Context: an optimization exercise on an open-source flow, tuned for small area, a short achievable clock period and few clock cycles per item. The choices shown serve that exercise and are no tape-out recipe.
At most, simulation tests tie the RTL to the original design; equivalence was not proved.
Power is estimated from default activity; no workload was simulated.

==> run a: inputs <==
==> flow/design.v (excerpt) <==
module iz_carrier_unit (
    input  wire         clk,
    input  wire         rst,
    input  wire         in_valid,
    output wire         in_ready,
    input  wire [1:0]   in_op,
    input  wire [255:0] in_a,
    input  wire [255:0] in_b,
    output reg          out_valid,
    input  wire         out_ready,
    output wire [255:0] out_data,
    output wire [2:0]   out_exc
);
clock: 40.0 ns
lec_check: 0
abc_area: 1
cap_margin: 20
core_margin: 2
core_utilization: 40
place_density: 0.55
slew_margin: 20
standard.sh (not shown) runs the stock make flow with config.mk's settings and CLKGATE_MAP_FILE= SYNTH_SCRIPT=/design/flow/synth_recipe.tcl, a recipe that flattens the netlist after the stock synthesis.
==> flow/flow/run.sh <==
#!/bin/bash
# Layout flow: the standard ORFS flow, with two changes to how the layout
# is made: ORFS's timing repair works to a setup-slack margin, so that it aims
# at a shorter achieved period than the 40 ns clock asks for, and the buffer
# that the standard flow puts on every port is the small buf_1. Clock,
# constraints and every other step are the standard ones. The make output goes
# to flow_make.log in this folder.
set -euo pipefail
MARGIN=${MARGIN:-22}
bash standard.sh SETUP_SLACK_MARGIN=$MARGIN \
    "BUFFER_PORTS_ARGS=-buffer_cell sky130_fd_sc_hd__buf_1" finish > flow_make.log 2>&1
==> run b: changes against run a <==
--- a/flow/design.v
+++ b/flow/design.v
@@ -39,17 +39,17 @@
 module iz_cmp #(
     parameter W = 8
 ) (
     input  wire [W-1:0] a,
     input  wire [W-1:0] b,
     output wire         gt,
     output wire         eq
 );
-    localparam N = (W <= 8) ? 8 : (W <= 16) ? 16 : (W <= 32) ? 32 : (W <= 64) ? 64 : (W <= 128) ? 128 : 256;
+    localparam N = 1 << $clog2(W);
     reg [N-1:0] g, e;
     integer i, l;
     always @* begin
         g = {N{1'b0}};
         e = {N{1'b1}};
         for (i = 0; i < W; i = i + 1) begin
             g[i] = a[i] & ~b[i];
             e[i] = ~(a[i] ^ b[i]);
@@ -79,33 +79,33 @@
         p = p0;
         g = a & b;
         g[0] = g[0] | (p[0] & ci);
         for (i = 1; (1 << i) <= W; i = i + 1)
             for (j = (1 << i) - 1; j < W; j = j + (1 << i)) begin
                 g[j] = g[j] | (p[j] & g[j - (1 << (i - 1))]);
                 p[j] = p[j] & p[j - (1 << (i - 1))];
             end
-        for (i = 8; i > 0; i = i - 1)
+        for (i = $clog2(W); i > 0; i = i - 1)
             for (j = (1 << i) + (1 << (i - 1)) - 1; j < W; j = j + (1 << i)) begin
                 g[j] = g[j] | (p[j] & g[j - (1 << (i - 1))]);
                 p[j] = p[j] & p[j - (1 << (i - 1))];
             end
     end
     assign s  = p0 ^ {g[W-2:0], ci};
     assign co = g[W-1];
 endmodule
 module iz_lead #(
     parameter W  = 145,
     parameter PW = 8
 ) (
     input  wire [W-1:0]  x,
     output wire [PW-1:0] pp
 );
-    localparam L = (W <= 8) ? 3 : (W <= 16) ? 4 : (W <= 32) ? 5 : (W <= 64) ? 6 : (W <= 128) ? 7 : 8;
+    localparam L = $clog2(W);
     localparam N = 1 << L;
     wire [N-1:0] xp = {{(N-W){1'b0}}, x};
     genvar k, i;
     generate
         for (k = 0; k <= L; k = k + 1) begin : lv
             wire [(N >> k)-1:0] v;
             wire [((N >> k) * (k + 1))-1:0] p;
             for (i = 0; i < (N >> k); i = i + 1) begin : nd
@@ -170,45 +170,28 @@
     wire x_nan  = e_max & ~f_zero;
     wire x_inf  = e_max & f_zero;
     wire x_zero = e_zero & f_zero;
     wire x_fnz  = ~e_max & ~x_zero;           
     wire [11:0] xg = {1'b0, xe} + 12'd57;
     wire [8:0]  xn = xg[11:3];
     reg  [5:0]  xb_n;
     reg  [2:0]  xr_n;
-    wire [4:0] xuv = {1'b0, xn[7:4]} + {1'b0, xn[3:0]} + {xn[8], 4'd0};
-    reg  [2:0] xq1;
+    integer k5;
     always @* begin
-        case (xuv)
-            5'd0, 5'd1, 5'd2, 5'd3, 5'd4:      begin xq1 = 3'd0; xr_n = xuv[2:0];         end
-            5'd5, 5'd6, 5'd7, 5'd8, 5'd9:      begin xq1 = 3'd1; xr_n = xuv[2:0] - 3'd5;  end
-            5'd10, 5'd11, 5'd12, 5'd13, 5'd14: begin xq1 = 3'd2; xr_n = xuv[2:0] - 3'd2;  end
-            5'd15, 5'd16, 5'd17, 5'd18, 5'd19: begin xq1 = 3'd3; xr_n = xuv[2:0] - 3'd7;  end
-            5'd20, 5'd21, 5'd22, 5'd23, 5'd24: begin xq1 = 3'd4; xr_n = xuv[2:0] - 3'd4;  end
-            5'd25, 5'd26, 5'd27, 5'd28, 5'd29: begin xq1 = 3'd5; xr_n = xuv[2:0] - 3'd1;  end
-            default:                           begin xq1 = 3'd6; xr_n = xuv[2:0] - 3'd6;  end
-        endcase
+        xb_n = 6'd52;
+        for (k5 = 52; k5 >= 1; k5 = k5 - 1)
+            if (xn < 5 * k5) xb_n = k5 - 1;
     end
-    always @* xb_n = {xn[8:4], 1'b0} + {1'b0, xn[8:4]} + {3'd0, xq1};
+    wire [2:0] xb5 = {xb_n[0], 2'b00} + xb_n[2:0];    
+    always @* xr_n = xn[2:0] - xb5;
     wire        sub_hi = |xf[51:34];
     wire [5:0]  xb = e_zero ? {5'd0, sub_hi} : xb_n;
-    wire [5:0]  xm5s = {2'b00, xe[10:7]} + {2'b00, xe[6:3]} + 6'd2 + {5'd0, &xe[2:0]};
-    reg  [2:0]  xr_f;
-    always @* begin
-        case (xm5s)
-            6'd0, 6'd5, 6'd10, 6'd15, 6'd20, 6'd25, 6'd30: xr_f = 3'd0;
-            6'd1, 6'd6, 6'd11, 6'd16, 6'd21, 6'd26, 6'd31: xr_f = 3'd1;
-            6'd2, 6'd7, 6'd12, 6'd17, 6'd22, 6'd27, 6'd32: xr_f = 3'd2;
-            6'd3, 6'd8, 6'd13, 6'd18, 6'd23, 6'd28, 6'd33: xr_f = 3'd3;
-            default: xr_f = 3'd4;
-        endcase
-    end
-    wire [2:0]  xr = e_zero ? (sub_hi ? 3'd2 : 3'd7) : xr_f;
-    wire [2:0]  x3 = e_zero ? 3'd2 : (xe[2:0] + 3'd1);
+    wire [2:0]  xr = e_zero ? (sub_hi ? 3'd2 : 3'd7) : xr_n;
+    wire [2:0]  x3 = e_zero ? 3'd2 : xg[2:0];
     wire        fill = op_dep & x_fnz & xs;
     wire [52:0] xm   = {~e_zero, xf} ^ {53{xs}};
     reg [59:0] va;
     always @* begin
         case (x3)
             3'd0: va = {{7{fill}}, xm};
             3'd1: va = {{6{fill}}, xm, {1{fill}}};
             3'd2: va = {{5{fill}}, xm, {2{fill}}};
@@ -227,36 +210,25 @@
             3'd2: vw = {{16{fill}}, va, {16{fill}}};
             3'd3: vw = {{8{fill}}, va, {24{fill}}};
             3'd4: vw = {va, {32{fill}}};
             default: vw = {va[35:0], {56{fill}}};
         endcase
     end
     wire [119:0] wx = {vw, {28{fill}}};
     wire [39:0] wx_hi  = wx[119:80];
-    wire        xb_is0 = e_zero & ~sub_hi;
-    wire        xb_le1 = e_zero | (xe < 11'd23);
-    wire [39:0] wx_mid = xb_is0 ? {40{fill}} : wx[79:40];
-    wire [39:0] wx_lo  = xb_le1 ? {40{fill}} : wx[39:0];
+    wire [39:0] wx_mid = (xb == 6'd0) ? {40{fill}} : wx[79:40];
+    wire [39:0] wx_lo  = (xb[5:1] == 5'd0) ? {40{fill}} : wx[39:0];
     wire       y_valid = op_mrg | (op_dep & x_fnz);
     wire [5:0] y_anc   = op_mrg ? b_anc : xb;
-    wire signed [12:0] xd = $signed({2'b00, xe}) - $signed({1'b0, a_anc, 5'd0}) -
-                            $signed({4'b0000, a_anc, 3'd0});
-    wire [3:0] dn_le = {xd < -13'sd137, xd < -13'sd97, xd < -13'sd57, xd < -13'sd17};
-    wire [1:0] dn_ge = {xd >= 13'sd63, xd >= 13'sd23};
-    wire [5:0] yb_anc  = op_mrg ? b_anc : {5'd0, sub_hi};
-    wire signed [6:0] bd = $signed({1'b0, yb_anc}) - $signed({1'b0, a_anc});
-    wire [3:0] db_le = {bd <= -7'sd3, bd <= -7'sd2, bd <= -7'sd1, bd <= 7'sd0};
-    wire [1:0] db_ge = {bd >= 7'sd3, bd >= 7'sd2};
-    wire       use_xd  = op_dep & ~e_zero;
-    wire [3:0] le      = use_xd ? dn_le : db_le;
-    wire [1:0] ge      = use_xd ? dn_ge : db_ge;
-    wire       a_ge    = le[0];
-    wire [1:0] dc_ay   = le[3] ? 2'd3 : le[2] ? 2'd2 : le[1] ? 2'd1 : 2'd0;
-    wire [1:0] dc_ya   = ge[1] ? 2'd3 : ge[0] ? 2'd2 : 2'd1;
+    wire       a_ge    = (a_anc >= y_anc);
+    wire [5:0] d_ay    = a_anc - y_anc;
+    wire [5:0] d_ya    = y_anc - a_anc;
+    wire [1:0] dc_ay   = (d_ay > 6'd2) ? 2'd3 : d_ay[1:0];
+    wire [1:0] dc_ya   = (d_ya > 6'd2) ? 2'd3 : d_ya[1:0];
     wire       y_up    = y_valid & ~a_ge;
     wire [5:0] m_anc   = y_up ? y_anc : a_anc;
     wire [1:0] sh_a    = y_up ? dc_ya : 2'd0;
     wire [1:0] sh_y    = ~y_valid ? 2'd3 : (a_ge ? dc_ay : 2'd0);
     wire [63:0] yr_lo  = op_dep ? {{24{fill}}, wx_lo}  : b_lo;
     wire [63:0] yr_mid = op_dep ? {{24{fill}}, wx_mid} : b_mid;
     wire [63:0] yr_hi  = op_dep ? {{24{fill}}, wx_hi}  : b_hi;
     wire [63:0] yfill  = {64{fill}};
@@ -324,23 +296,30 @@
             {r_q, r_e0, r_e1, r_qnan, r_qinf, r_qneg, r_zneg} <= f_d;
         end
     end
     wire [143:0] t    = {r[191:128], r[103:64], r[39:0]};
     wire [5:0]   anc  = r[221:216];
     wire         sgn  = t[143];
     wire [143:0] tn   = t ^ {144{sgn}};       
     wire         t_zero = ~|t;
-    wire [144:0] lz_in = {tn, 1'b1} |
-                         ({145{anc == 6'd0}} & (145'd1 << 139)) |
-                         ({145{anc == 6'd1}} & (145'd1 << 99)) |
-                         ({145{anc == 6'd2}} & (145'd1 << 59)) |
-                         ({145{anc == 6'd3}} & (145'd1 << 19));
-    wire [7:0] sft;
-    iz_lead #(.W(145), .PW(8)) u_lead (.x(lz_in), .pp(sft));
+    wire [7:0] pp;                            
+    iz_lead #(.W(145), .PW(8)) u_lead (.x({tn, 1'b1}), .pp(pp));
+    reg [7:0] c_anc;
+    always @* begin
+        case (anc)
+            6'd0: c_anc = 8'd139;
+            6'd1: c_anc = 8'd99;
+            6'd2: c_anc = 8'd59;
+            6'd3: c_anc = 8'd19;
+            default: c_anc = 8'd0;
+        endcase
+    end
+    wire       nrm = (pp >= c_anc);
+    wire [7:0] sft = nrm ? pp : c_anc;
     wire [197:0] xs0 = {t, 54'd0};
     wire [180:0] xs7 = sft[7] ? {{111{1'b0}}, xs0[197:128]} : xs0[180:0];
     wire [116:0] xs6 = sft[6] ? xs7[180:64] : xs7[116:0];
     wire [84:0]  xs5 = sft[5] ? xs6[116:32] : xs6[84:0];
     wire [68:0]  xs4 = sft[4] ? xs5[84:16]  : xs5[68:0];
     wire [60:0]  xs3 = sft[3] ? xs4[68:8]   : xs4[60:0];
     wire [56:0]  xs2 = sft[2] ? xs3[60:4]   : xs3[56:0];
     wire [54:0]  xs1 = sft[1] ? xs2[56:2]   : xs2[54:0];
@@ -349,18 +328,18 @@
               (sft[5] & (|xs6[31:0])) | (sft[4] & (|xs5[15:0])) |
               (sft[3] & (|xs4[7:0])) | (sft[2] & (|xs3[3:0])) |
               (sft[1] & (|xs2[1:0])) | (sft[0] & xs1[0]);
     wire [53:0] mg = xs_ ^ {54{sgn}};         
     wire [52:0] m  = mg[53:1];
     wire        g  = mg[0];
     wire        cy  = sgn & ~st;
     wire        inc = cy ? (g | m[0]) : (g & (st | m[0]));
-    wire [11:0] e40 = {anc, 5'd0} + {3'd0, anc, 3'd0} - 12'd139;
-    wire [11:0] epre = {4'd0, sft} + e40;
+    wire [11:0] e40 = {anc, 5'd0} + {3'd0, anc, 3'd0};
+    wire [11:0] epre = nrm ? ({4'd0, pp} + e40 - 12'd139) : 12'd0;
     wire [11:0] ehid = epre + {11'd0, m[52]};
     wire [63:0] pk;
     iz_add #(.W(64)) u_round (.a({ehid, m[51:0]}), .b(64'd0), .ci(inc), .s(pk), .co());
     wire q_ovf = pk[63] | (&pk[62:52]);
     reg [63:0] q_res;
     always @* begin
         if (r_qnan)
             q_res = QNAN;
==> flow/run.sh (new file) <==
#!/bin/bash
# synth_recipe.tcl (not shown) runs the flow's synth.tcl, then flattens the netlist and writes it again
# the make line also repeats each setting of config.mk as NAME=value (left out here)
make -C /OpenROAD-flow-scripts/flow DESIGN_CONFIG=/design/flow/config.mk WORK_HOME=/design/flow/orfs CLKGATE_MAP_FILE= SYNTH_SCRIPT=/design/flow/synth_recipe.tcl finish
==> flow/config.mk (replaced) <==
export PLATFORM = sky130hd
export DESIGN_NAME = iz_carrier_unit
export DESIGN_NICKNAME = iz_carrier_unit
export VERILOG_FILES = /design/flow/design.v
export SDC_FILE = /design/flow/constraint.sdc
export NUM_CORES = 4
export LEC_CHECK = 0
export CAP_MARGIN = 20
export CORE_MARGIN = 2
export CORE_UTILIZATION = 25
export PLACE_DENSITY = 0.35
export SLEW_MARGIN = 20
removed: flow/flow/run.sh
removed: flow/standard.sh
==> summary of the runs <==
Of run b and run a, run b has the higher total power (gap about 30%, measured against run a).
Against run a, the clock skew of run b is higher by 44 ps.
Routed wire length: run a is lower than run b (20%).
In run a the register-to-register slack is higher than in run b, by 1100 ps.
Sequential cell count is the same in run b and run a.
In run a the combinational power is smaller than in run b, by about 28%.
Of run a and run b, run b has the higher die area (gap about 40%, measured against run b).
Design area: run b is larger than run a (14%).
Against run b, the maximum frequency of run a is higher by 36%.
==> figures <==
Leading cell type by number of instances after synthesis: run a nand2_1; run b nor2_1
Xor-xnor portion of the synthesized cell area: run a 7.00%; run b 7.94%
Status: run a complete, no violations; run b complete, no violations
Proportion of power drawn by combinational gates: run a 72.0%; run b 76.9%
Cell area after technology mapping: run a 59600 um^2; run b 61800 um^2
Startpoint type of the worst setup path: run a input port; run b flip-flop
Final area over synthesized area: run a 1.099x; run b 1.206x
Plain + repair buffers: run a 928; run b 1101
Required time reported for the critical path endpoint: run a 40370 ps; run b 32000 ps
Top cell by count, worst path: run a nand2_1; run b buf_4
Die width: run a 390 um; run b 501 um
Final period demand of the worst path: run a 17850 ps; run b 24240 ps
Unrepaired setup endpoints after global routing: run a true; run b false
Maximum clock rate: run a 0.0560 GHz; run b 0.0413 GHz
Timing endpoint of the critical path: run a r[63]$_DFFE_PP_; run b out_data[27]
Power density over cell area: run a 36.3 nW/um^2; run b 41.5 nW/um^2
Multi-input gate area in the final layout: run a 46200 um^2; run b 50600 um^2
Met3 track demand over resource in global routing: run a 12.0%; run b 9.36%
Crit path max fanout: run a 40; run b 80
Number of antenna violations at the first check in global routing: run a 24; run b 69
Testbench counts of run a, summed over its fixed seeds: cycles 12,008, items 12,000.
For run b, only the layout was checked, not whether the RTL still works.

-- separate check: timing with driven ports --
How much do the figures lean on ideal ports? The routed layouts below were timed once more, with nothing changed but the port constraints.
Step 1 (the two cells are an assumption about what drives the block):
set clk [get_ports {clk}]
set_driving_cell -lib_cell sky130_fd_sc_hd__clkbuf_16 $clk
set_driving_cell -lib_cell sky130_fd_sc_hd__buf_2 [delete_from_list [all_inputs] $clk]
Step 2 also shifts input and output timing later by t, the mid clock arrival at the registers, as if the neighbouring blocks saw the same clock.
Three values: ideal, step 1, step 2; two values: the first two.
run | shift t [ns] | setup WS [ns] | worst setup path at the end | slew at the worst register clock pin (ns)
run a | 0.704 | 22.154 / 22.101 / 21.522 | input to register | 0.08 / 0.08
run b | 0.730 | 15.764 / 15.666 / 15.454 | input to register | 0.07 / 0.07
After both steps every run listed still meets setup and hold. For run a, which loses most, drivers alone change the setup slack by -0.053 ns; drivers and shift together by -0.632 ns.
